Background: an optimization exercise with open tools, aiming at small area. Do not read the settings as production practice.
Where RTL was checked, it was by simulation tests only, not by an equivalence proof against the original.
No activity file was given, so power comes from the tool's default toggle rates.

==> flow/design.v <==
`default_nettype none
module scl_pulse (
    input  wire        clk,
    input  wire        rst,               
    input  wire [16:0] cfg_const,         
    input  wire        cfg_test,          
    input  wire [15:0] cfg_tick_len,      
    input  wire        tick,              
    input  wire [47:0] e_uj,              
    output reg         pls,               
    output wire [31:0] backlog,           
    output reg         bklg_evt           
);
    localparam [29:0] KD = 30'd439453125;    
    reg  [7:0]  cnt;
    wire        ph_mul  = (cnt >= 8'd56)  && (cnt <= 8'd103);
    wire        ph_div  = (cnt >= 8'd104) && (cnt <= 8'd127);
    wire        ph_tot  = (cnt >= 8'd128) && (cnt <= 8'd182);   
    wire        ph_rot  = (cnt >= 8'd128) && (cnt <= 8'd235);   
    wire        lo_on   = (cnt <= 8'd159);            
    wire        rh_mul  = (cnt >= 8'd56)  && (cnt <= 8'd80);    
    wire        rh_ld   = (cnt >= 8'd128) && (cnt <= 8'd152);   
    wire        q_on    = (cnt <= 8'd151);            
    wire        n_on    = (cnt <= 8'd135);            
    wire        s_on    = (cnt >= 8'd160);            
    wire [2:0]  kb      = cnt[2:0];                   
    wire        idle    = (cnt == 8'd236);
    wire        w_go    = (cnt == 8'd215);            
    reg  [65:0] z;
    reg  [24:0] rh;           
    reg         rz;           
    reg  [31:0] t_lo;         
    reg  [22:0] t_hi;         
    reg         tz;           
    reg         tz_p;         
    reg         c1, b2;       
    reg         sat;          
    reg         sat_w;        
    wire [7:0]  n_max = cfg_test ? 8'd200 : 8'd4;
    wire        cin   = rh[0] & ~rz & rh_mul;
    wire [18:0] m_s   = {1'b0, z[65:48]} + (z[0] ? {2'b0, cfg_const} : 19'd0) + {1'b0, cin, 17'd0};
    wire [29:0] d_v   = z[65:36];
    wire [30:0] d_sub = {1'b0, d_v} - {1'b0, KD};
    wire        d_ge  = ~d_sub[30];
    wire [28:0] d_r   = d_ge ? d_sub[28:0] : d_v[28:0];
    wire        t_b   = (lo_on ? t_lo[cnt[4:0]] : t_hi[0]) & ~tz;
    wire        q_b   = z[0] & q_on;
    wire        s1    = t_b ^ q_b ^ c1;
    wire        c1_n  = (t_b & q_b) | (c1 & (t_b ^ q_b));
    wire        n_b   = n_on & n_max[kb];
    wire        y     = s1 ^ n_b ^ b2;
    wire        b2_n  = (~s1 & (n_b | b2)) | (n_b & b2);
    always @(posedge clk) begin
        if (tick) begin
            z[47:0]  <= e_uj;
            z[65]    <= 1'b0;
            if (rz)
                z[64:48] <= 17'd0;
        end else if (ph_mul)
            z <= {m_s[18:1], m_s[0], z[47:1]};
        else if (ph_div)
            z <= {d_r, z[35:0], d_ge};
        else if (ph_rot)
            z <= {z[0], z[65:42], (ph_tot && lo_on) ? y : z[41], z[40:1]};
        else begin
            z[47:0] <= z[48:1];
            z[65]   <= z[0];
        end
        if (rh_mul || rh_ld)
            rh <= {z[41], rh[24:1]};
        if (ph_tot && !lo_on)
            t_hi <= {y, t_hi[22:1]};
        if (ph_tot) begin
            c1 <= c1_n;
            b2 <= b2_n;
        end else begin
            c1 <= 1'b0;
            b2 <= 1'b0;
        end
        if (tick || rst)
            sat <= 1'b0;
        else if (ph_tot && s_on && s1)
            sat <= 1'b1;
        if (cnt == 8'd182)
            tz_p <= b2_n;
        if (w_go)
            t_lo <= z[51:20];                         
        if (rst) begin
            cnt   <= 8'd236;
            rz    <= 1'b1;
            tz    <= 1'b1;
            sat_w <= 1'b0;
        end else begin
            if (tick)
                cnt <= 8'd56;
            else if (!idle)
                cnt <= cnt + 8'd1;
            if (cnt == 8'd235)
                rz <= 1'b0;
            if (w_go) begin
                tz    <= tz_p;
                sat_w <= sat;
            end
        end
    end
    wire [7:0]  y_lo  = z[29:22];                    
    wire [4:0]  n_hi  = y_lo[7:3] + 5'b11001;
    wire [7:0]  n_new = !tz_p    ? n_max :
                        cfg_test ? {n_hi, y_lo[2:0]} : {6'd0, y_lo[1:0]};
    wire [4:0]  w_hi  = t_lo[7:3] + 5'b11001;
    wire [7:0]  win_n = !tz      ? n_max :
                        cfg_test ? {w_hi, t_lo[2:0]} : {6'd0, t_lo[1:0]};
    assign backlog = sat_w ? {24'hFFFFFF, ~n_max} : ({32{~tz}} & t_lo);
    reg  [7:0]  left;         
    reg  [16:0] dacc;
    reg  [14:0] wc;
    wire        start  = (left != 8'd0) && !dacc[16];
    wire [7:0]  n_w    = (cnt[7:1] == 7'd107) ? left : win_n;
    wire [8:0]  da_p   = dacc[7:0] + n_w + {7'd0, start};
    wire [16:0] da_h   = start ? {1'b1, ~cfg_tick_len} : {dacc[16:8], 8'd0};
    wire [16:0] da_n   = da_h + {8'd0, da_p};
    wire [7:0]  w_h    = (cfg_test && n_w > 8'd4) ? n_w : 8'd5;
    wire [14:0] wc_b   = start ? cfg_tick_len[15:1] : wc;
    wire [15:0] wc_n   = {1'b0, wc_b} - {8'd0, w_h};
    always @(posedge clk) begin
        wc <= wc_n[14:0];
        if (cnt == 8'd213) begin
            dacc  <= 17'h1FFFF;
        end else begin
            dacc  <= da_n;
        end
        if (rst) begin
            left     <= 8'd0;
            pls      <= 1'b0;
            bklg_evt <= 1'b0;
        end else begin
            if (cnt == 8'd213)
                left <= n_new;
            else if (start)
                left <= left - 8'd1;
            pls <= start | (pls & ~wc_n[15]);
            if (w_go)
                bklg_evt <= bklg_evt | sat;
        end
    end
endmodule
`default_nettype wire
==> flow/config.mk <==
export PLATFORM = sky130hd
export DESIGN_NAME = scl_pulse
export DESIGN_NICKNAME = scl_pulse
export VERILOG_FILES = /design/flow/design.v
export SDC_FILE = /design/flow/constraint.sdc
export NUM_CORES = 4
export LEC_CHECK = 0
export CAP_MARGIN = 20
export CORE_MARGIN = 2
export CORE_UTILIZATION = 50
export SLEW_MARGIN = 20
==> flow/constraint.sdc <==
create_clock -name core_clock -period 20.0 [get_ports {clk}]
set_input_delay 4.0000 -clock core_clock [delete_from_list [all_inputs] [get_ports {clk}]]
set_output_delay 4.0000 -clock core_clock [all_outputs]
set_load 0.01 [all_outputs]
standard.sh (not shown) runs the stock make flow with config.mk's settings and CLKGATE_MAP_FILE= SYNTH_SCRIPT=/design/flow/synth_recipe.tcl, a recipe that flattens the netlist after the stock synthesis.
==> flow/flow/run.sh <==
#!/bin/bash
# Own layout flow: the standard ORFS flow (standard.sh) with
#  - synthesis: the standard synthesis script, but ABC maps with an area
#    oriented script (flow/abc.script) and Yosys's full-adder extraction is
#    off; registers, their names and cell types are as in the standard one;
#  - every port still gets a buffer, of the smallest buffer cell;
#  - clock tree synthesis without dummy loads and with smaller buffers.
# Each make run writes its full output to a log file in the work folder.
set -euo pipefail
W=$(pwd)
F=$W/flow
cat > $W/own_synth.tcl <<EOT
proc abc {args} {
  set i [lsearch -exact \$args -script]
  if {\$i >= 0} { lset args [expr {\$i + 1}] $F/abc.script }
  yosys abc {*}\$args
}
source $W/synth_recipe.tcl
EOT
CTS="-sink_clustering_enable -repair_clock_nets -dont_use_dummy_load -buf_list sky130_fd_sc_hd__clkbuf_4 -sink_clustering_size 9 -sink_clustering_max_diameter 50"
bash standard.sh SYNTH_SCRIPT=$W/own_synth.tcl ADDER_MAP_FILE= \
  "BUFFER_PORTS_ARGS=-buffer_cell sky130_fd_sc_hd__buf_1" \
  "CTS_ARGS=$CTS" finish > $W/make_finish.log 2>&1
==> flow/flow/abc.script <==
strash
&get -n
&deepsyn -T 20
&put
dch -f
amap -F 2 -A 20
topo
==> next run, changes <==
--- a/flow/design.v
+++ b/flow/design.v
@@ -14,24 +14,23 @@
     localparam [29:0] KD = 30'd439453125;    
     reg  [7:0]  cnt;
-    wire        ph_mul  = (cnt >= 8'd56)  && (cnt <= 8'd103);
-    wire        ph_div  = (cnt >= 8'd104) && (cnt <= 8'd127);
-    wire        ph_tot  = (cnt >= 8'd128) && (cnt <= 8'd182);   
-    wire        ph_rot  = (cnt >= 8'd128) && (cnt <= 8'd235);   
-    wire        lo_on   = (cnt <= 8'd159);            
-    wire        rh_mul  = (cnt >= 8'd56)  && (cnt <= 8'd80);    
-    wire        rh_ld   = (cnt >= 8'd128) && (cnt <= 8'd152);   
-    wire        q_on    = (cnt <= 8'd151);            
-    wire        n_on    = (cnt <= 8'd135);            
-    wire        s_on    = (cnt >= 8'd160);            
+    wire        idle    = (cnt[7:2] == 6'd59);        
+    wire        ph_mul  = (cnt < 8'd104);             
+    wire        ph_div  = !cnt[7] && (cnt >= 8'd104);      
+    wire        ph_tot  = cnt[7] && (cnt <= 8'd182);  
+    wire        ph_rot  = cnt[7] && !idle;            
+    wire        lo_on   = !cnt[5];                    
+    wire        rh_mul  = (cnt <= 8'd80);             
+    wire        rh_ld   = cnt[7] && (cnt <= 8'd152);  
+    wire        q_on    = !cnt[5] && !(cnt[4] && cnt[3]);   
+    wire        n_on    = (cnt[5:3] == 3'd0);         
+    wire        s_on    = cnt[5];                     
     wire [2:0]  kb      = cnt[2:0];                   
-    wire        idle    = (cnt == 8'd236);
     wire        w_go    = (cnt == 8'd215);            
     reg  [65:0] z;
     reg  [24:0] rh;           
     reg         rz;           
-    reg  [31:0] t_lo;         
+    reg  [31:0] t_lo_n;       
     reg  [22:0] t_hi;         
     reg         tz;           
-    reg         tz_p;         
     reg         c1, b2;       
     reg         sat;          
@@ -44,5 +43,5 @@
     wire        d_ge  = ~d_sub[30];
     wire [28:0] d_r   = d_ge ? d_sub[28:0] : d_v[28:0];
-    wire        t_b   = (lo_on ? t_lo[cnt[4:0]] : t_hi[0]) & ~tz;
+    wire        t_b   = (lo_on ? ~t_lo_n[cnt[4:0]] : t_hi[0]) & ~tz;
     wire        q_b   = z[0] & q_on;
     wire        s1    = t_b ^ q_b ^ c1;
@@ -52,5 +51,5 @@
     wire        b2_n  = (~s1 & (n_b | b2)) | (n_b & b2);
     always @(posedge clk) begin
-        if (tick) begin
+        if (idle) begin
             z[47:0]  <= e_uj;
             z[65]    <= 1'b0;
@@ -61,10 +60,6 @@
         else if (ph_div)
             z <= {d_r, z[35:0], d_ge};
-        else if (ph_rot)
-            z <= {z[0], z[65:42], (ph_tot && lo_on) ? y : z[41], z[40:1]};
-        else begin
-            z[47:0] <= z[48:1];
-            z[65]   <= z[0];
-        end
+        else
+            z <= {z[0], z[65:42], (ph_tot && lo_on) ? ~y : z[41], z[40:1]};
         if (rh_mul || rh_ld)
             rh <= {z[41], rh[24:1]};
@@ -74,5 +69,5 @@
             c1 <= c1_n;
             b2 <= b2_n;
-        end else begin
+        end else if (!cnt[7]) begin
             c1 <= 1'b0;
             b2 <= 1'b0;
@@ -82,8 +77,6 @@
         else if (ph_tot && s_on && s1)
             sat <= 1'b1;
-        if (cnt == 8'd182)
-            tz_p <= b2_n;
         if (w_go)
-            t_lo <= z[51:20];                         
+            t_lo_n <= z[51:20];                       
         if (rst) begin
             cnt   <= 8'd236;
@@ -99,17 +92,18 @@
                 rz <= 1'b0;
             if (w_go) begin
-                tz    <= tz_p;
+                tz    <= b2;
                 sat_w <= sat;
             end
         end
     end
-    wire [7:0]  y_lo  = z[29:22];                    
+    wire [7:0]  y_lo  = ~z[29:22];                   
     wire [4:0]  n_hi  = y_lo[7:3] + 5'b11001;
-    wire [7:0]  n_new = !tz_p    ? n_max :
+    wire [7:0]  n_new = !b2      ? n_max :
                         cfg_test ? {n_hi, y_lo[2:0]} : {6'd0, y_lo[1:0]};
-    wire [4:0]  w_hi  = t_lo[7:3] + 5'b11001;
+    wire [7:0]  t_l8  = ~t_lo_n[7:0];
+    wire [4:0]  w_hi  = t_l8[7:3] + 5'b11001;
     wire [7:0]  win_n = !tz      ? n_max :
-                        cfg_test ? {w_hi, t_lo[2:0]} : {6'd0, t_lo[1:0]};
-    assign backlog = sat_w ? {24'hFFFFFF, ~n_max} : ({32{~tz}} & t_lo);
+                        cfg_test ? {w_hi, t_l8[2:0]} : {6'd0, t_l8[1:0]};
+    assign backlog = sat_w ? {24'hFFFFFF, ~n_max} : ~({32{tz}} | t_lo_n);
     reg  [7:0]  left;         
     reg  [16:0] dacc;
- wire length came out lower by 1.8%
- power rose by about 18%
- core utilization climbs by 0.95 points
- count of clock-buffer cells in the layout rose by 2
- fmax goes up by about 2.2%
- area after synthesis came out lower by 1.6%
Function not checked in the second run of this note: the RTL went through the layout flow alone.

-- afterwards: timing with drivers on the ports --
How much do the figures lean on ideal ports? The routed layouts below were timed once more, with nothing changed but the port constraints. Step 1 (the two cells are an assumption about what drives the block):
set clk [get_ports {clk}]
set_driving_cell -lib_cell sky130_fd_sc_hd__clkbuf_16 $clk
set_driving_cell -lib_cell sky130_fd_sc_hd__buf_2 [delete_from_list [all_inputs] $clk]
Step 2, shift: input delay + t, output delay - t, t = (earliest + latest rising clock arrival at the registers) / 2. This alone moves slack from input paths to output paths. Slacks: ideal ports / drivers / drivers and shift; pairs: ideal ports / drivers.
run | t (ns) | slack for setup (ns) | hold WS [ns]
the first run | 0.670 | 10.653 / 10.616 / 10.324 | 0.421 / 0.421 / 0.421
the second run | 0.688 | 10.858 / 10.878 / 10.190 | 0.418 / 0.418 / 0.418
After both steps setup and hold are still met in every run listed. The setup slack of the second run, which loses most, moves by +0.020 ns with the drivers and by -0.668 ns with both steps.
